Source: an optimization exercise on an open RTL-to-GDS flow (aim: small area, a short achievable clock period and few clock cycles per item). Production flows keep margins and buffers that such runs may drop.
Only simulation tests tie the RTL to the original design; equivalence was not proved.

Design rail_law, start of the top module:
module rail_law (
    input  wire               clk,
    input  wire               rst,
    input  wire               start,
    input  wire               op_start,
    output wire               ready,
    output wire               done,
    input  wire signed [23:0] e_in,
    input  wire [15:0]        v_mv,
    input  wire [15:0]        vbus_mv,
    input  wire [17:0]        i_ma,
    input  wire [17:0]        ilim_ma,
    input  wire [23:0]        pin_mw,
    input  wire [23:0]        pshare_mw,
    input  wire               pshare_ok,
    input  wire [15:0]        tstage,
    input  wire [5:0]         n_act,
    input  wire               slam_en,
    input  wire               iloop_en,
    input  wire               ploop_en,
    input  wire               tloop_en,
    input  wire               vnorm,
    input  wire [1:0]         band_qual,
    input  wire [23:0]        band_out,
    input  wire [23:0]        band_in,
    input  wire [15:0]        slam_max,
    input  wire [15:0]        dmax,
    input  wire [15:0]        vbus_ref_mv,
    input  wire [9:0]         rloss,
    input  wire [15:0]        tlim,
    input  wire signed [31:0] b0,
    input  wire signed [31:0] b1,
    input  wire signed [31:0] b2,
    input  wire signed [31:0] a1,
    input  wire signed [31:0] a2,
    input  wire [31:0]        kp_i,
    input  wire [31:0]        ki_i,
    input  wire [31:0]        kp_p,
    input  wire [31:0]        ki_p,
    input  wire [31:0]        kp_t,
    input  wire [31:0]        ki_t,
    output wire [15:0]        d_rail,
    output reg  [1:0]         regime,
    output wire [1:0]         loop,
    output reg                armed,
    output reg  [15:0]        slam_frames,
    output reg  [31:0]        slam_events,
    output reg  [31:0]        slam_timeouts,
    output wire [31:0]        limit_frames
);
For scale: roughly 690 flip-flops, about 76000 sq um of cells after synthesis.
==> flow/config.mk <==
export PLATFORM = sky130hd
export DESIGN_NAME = rail_law
export DESIGN_NICKNAME = rail_law
export VERILOG_FILES = /design/flow/design.v
export SDC_FILE = /design/flow/constraint.sdc
export NUM_CORES = 4
export LEC_CHECK = 0
export CAP_MARGIN = 20
export CORE_MARGIN = 2
export CORE_UTILIZATION = 40
export PLACE_DENSITY = 0.6
export SLEW_MARGIN = 20
export BUFFER_PORTS_ARGS = -buffer_cell sky130_fd_sc_hd__buf_2
==> flow/constraint.sdc <==
create_clock -name core_clock -period 28.0 [get_ports {clk}]
set_input_delay 5.6000 -clock core_clock [delete_from_list [all_inputs] [get_ports {clk}]]
set_output_delay 5.6000 -clock core_clock [all_outputs]
set_load 0.01 [all_outputs]
standard.sh (not shown) runs the stock make flow with config.mk's settings and CLKGATE_MAP_FILE= SYNTH_SCRIPT=/design/flow/synth_recipe.tcl, a recipe that flattens the netlist after the stock synthesis.
==> flow/flow/run.sh <==
#!/bin/bash
# The standard layout (standard.sh), with plain buffers in place of the
# default delay-cell buffers on the input and output ports: every port still
# gets its buffer. The output of the run goes to standard.log here.
set -e
export BUFFER_PORTS_ARGS="-buffer_cell sky130_fd_sc_hd__buf_2"
echo 'export BUFFER_PORTS_ARGS = -buffer_cell sky130_fd_sc_hd__buf_2' >> config.mk
bash standard.sh > standard.log 2>&1
The first run completed without violations.
Testbench counts at the start, summed over its fixed seeds: cycles 121,620, frames 9,600.
Next try:
--- a/flow/design.v
+++ b/flow/design.v
@@ -247,40 +247,41 @@
             2'd0:    begin ea_n = {6'd0, ilim_ma};   eb_n = {6'd0, i_ma};   ep_n = ep0; epv_n = epv[0]; end
             2'd1:    begin ea_n = pshare_mw;         eb_n = pin_mw;         ep_n = ep1; epv_n = epv[1]; end
             default: begin ea_n = {8'd0, tlim};      eb_n = {8'd0, tstage}; ep_n = ep2; epv_n = epv[2]; end
         endcase
     end
     wire [26:0] cs_a = {3'd0, ea_n};
     wire [26:0] cs_b = ~{3'd0, eb_n};
     wire [26:0] cs_c = ~{ep_n[25], ep_n};
     wire [26:0] cs_s = cs_a ^ cs_b ^ cs_c;
     wire [26:0] cs_y = (cs_a & cs_b) | (cs_a & cs_c) | (cs_b & cs_c);
     wire signed [26:0] derr_r = cs_s + {cs_y[25:0], 1'b1} + 27'd1;
     wire signed [26:0] derr_n = epv_n ? derr_r : 27'sd0;
+    reg  signed [25:0] eq;
     wire signed [26:0] derr_k = dq;
     wire [17:0] g_eff = qlo[17:0];
     reg signed [31:0] m_nx;
     reg signed [32:0] xo, yo;
     always @* begin
         xo = 33'sd0;
         yo = 33'sd0;
         case (op_s1)
             O_B0: begin xo = {b0[31], b0}; yo = {{9{e_in[23]}}, e_in}; end
             O_XR: begin xo = {15'd0, i_ma}; yo = {23'd0, rloss}; end
             O_B1: begin xo = {b1[31], b1}; yo = fq ? {{9{e_in[23]}}, e_in} : {{9{e1[23]}}, e1}; end
             O_B2: begin xo = {b2[31], b2}; yo = {{9{e2[23]}}, e2}; end
             O_A1: begin xo = {a1[31], a1}; yo = {f1[31], f1}; end
             O_A2: begin xo = {a2[31], a2}; yo = {f2[31], f2}; end
             O_IP, O_TP: begin xo = {1'b0, kp_k}; yo = {{6{derr_k[26]}}, derr_k}; end
-            O_II, O_PI, O_TI: begin xo = {{7{err_k[25]}}, err_k}; yo = {1'b0, ki_k}; end
+            O_II, O_PI, O_TI: begin xo = {{7{eq[25]}}, eq}; yo = {1'b0, ki_k}; end
             O_PP: begin xo = {{6{derr_k[26]}}, derr_k}; yo = {1'b0, kp_k}; end
             O_G:  begin
                 xo = (slow && sj == 2'd0) ? {f1[31], f1} : {m_nx[31], m_nx};
                 yo = {17'd0, g_eff[15:0]};
             end
             default: ;
         endcase
     end
     wire        yfit  = (yo[32:16] == {17{yo[16]}});
     wire [16:0] mbc   = yfit ? yo[16:0] : (ch_s1 ? yo[32:16] : {1'b0, yo[15:0]});
     wire        last1 = yfit | ch_s1;
     wire [13:0] en;
@@ -428,25 +429,27 @@
         end else if (sat_l) begin
             win     = e0_q;
             go_slow = (c_q != e0_q);
         end else begin
             win = tie ? e1_q : e0_q;
         end
     end
     wire [24:0] dsel = (dsel_k == 2'd0) ? 25'd0 : (dsel_k == 2'd1) ? dmax_frac : pp[24:0];
     wire        fin_ok = !slow || sat_le;
     wire [24:0] d_sum   = pp[24:0] + 25'd128;
     wire [15:0] d16_d   = d_sum[24] ? 16'hFFFF : d_sum[23:8];
     wire [15:0] d16     = (dsel_k == 2'd0) ? 16'd0 : (dsel_k == 2'd1) ? dmax_q : d16_d;
-    wire [31:0] lf_n    = (win != 2'd0 && !(&lf_q)) ? lf_q + 32'd1 : lf_q;
+    wire [31:0] lf_inc  = (&lf_q) ? lf_q : lf_q + 32'd1;
+    wire        lf_up   = (win != 2'd0);
+    wire [31:0] lf_n    = (lf_inc & {32{lf_up}}) | (lf_q & {32{!lf_up}});
     assign done         = done_q | v3f;
     assign d_rail       = v3f ? d16 : d_rail_q;
     assign loop         = v3f ? win : loop_q;
     assign limit_frames = v3f ? lf_n : lf_q;
     wire [3:0] partx = {part, lin_m};
     reg  [1:0] sj_nx;
     integer q2;
     always @* begin
         sj_nx = 2'd3;
         for (q2 = 3; q2 >= 0; q2 = q2 - 1)
             if (q2 > sj && partx[q2])
                 sj_nx = q2[1:0];
@@ -456,24 +459,25 @@
     wire [25:0] rem_o;
     wire [27:0] qlo_o;
     law_div u_div (.rem(rem), .qlo(qlo), .d(dd), .rem_o(rem_o), .qlo_o(qlo_o));
     wire [15:0] vbus_nz = (vbus_mv == 16'd0) ? 16'd1 : vbus_mv;
     wire [5:0]  n_nz    = (n_act == 6'd0) ? 6'd1 : n_act;
     wire [15:0] pv      = rem[15:0];
     wire [15:0] pb      = dd[15:0];
     wire [28:0] pre_num = {3'd0, pv, 10'd0} - {9'd0, pv, 4'd0} - {10'd0, pv, 3'd0} + {1'b0, qlo};
     wire [25:0] pre_den = {pb, 10'd0} - {6'd0, pb, 4'd0} - {7'd0, pb, 3'd0};
     wire        g_sat   = {1'b0, vbus_ref_mv} >= {vbus_nz, 1'b0};
     always @(posedge clk) begin
         dq    <= derr_n;
+        eq    <= err_k;
         o2    <= op_s1;
         ma_q  <= xo;
         mb_q  <= mbc;
         sh2   <= !yfit & ch_s1;
         last2 <= last1;
         acc   <= sh2 ? {sum[49:0], acc[15:0]} : sum;
     end
     always @(posedge clk) begin
         if (rst) begin
             done_q        <= 1'b0;
             run           <= 1'b0;
             d_rail_q      <= 16'd0;
The changed run completed without violations.
Clock-buffer cell count goes down by 11.
Synthesized area is about the same.
Utilization barely changes.
Cell count goes up by 0.69%.
Global-route usage goes down by 0.66 points.
Testbench counts after the change, summed over its fixed seeds: cycles 121,620, frames 9,600.

separate check: timing with driven ports:
The results above use ideal ports. As a check the final layouts listed here were re-extracted and re-timed, cells and wires unchanged.
Step 1: set_driving_cell puts a clkbuf_16 on clk and a buf_2 on each other input, an assumption about the parent block.
Step 2 also shifts input and output timing later by t, the mid clock arrival at the registers, as if the neighbouring blocks saw the same clock.
Three values: ideal, step 1, step 2; two values: the first two.
| run | t, ns | slack for setup (ns) | clock arrival spread, ns |
|---|---|---|---|
| the first run | 0.849 | 16.959 / 16.851 / 17.377 | 0.038 / 0.038 |
| the second run | 0.817 | 15.598 / 15.497 / 16.314 | 0.046 / 0.046 |
After both steps every run listed still meets setup and hold.
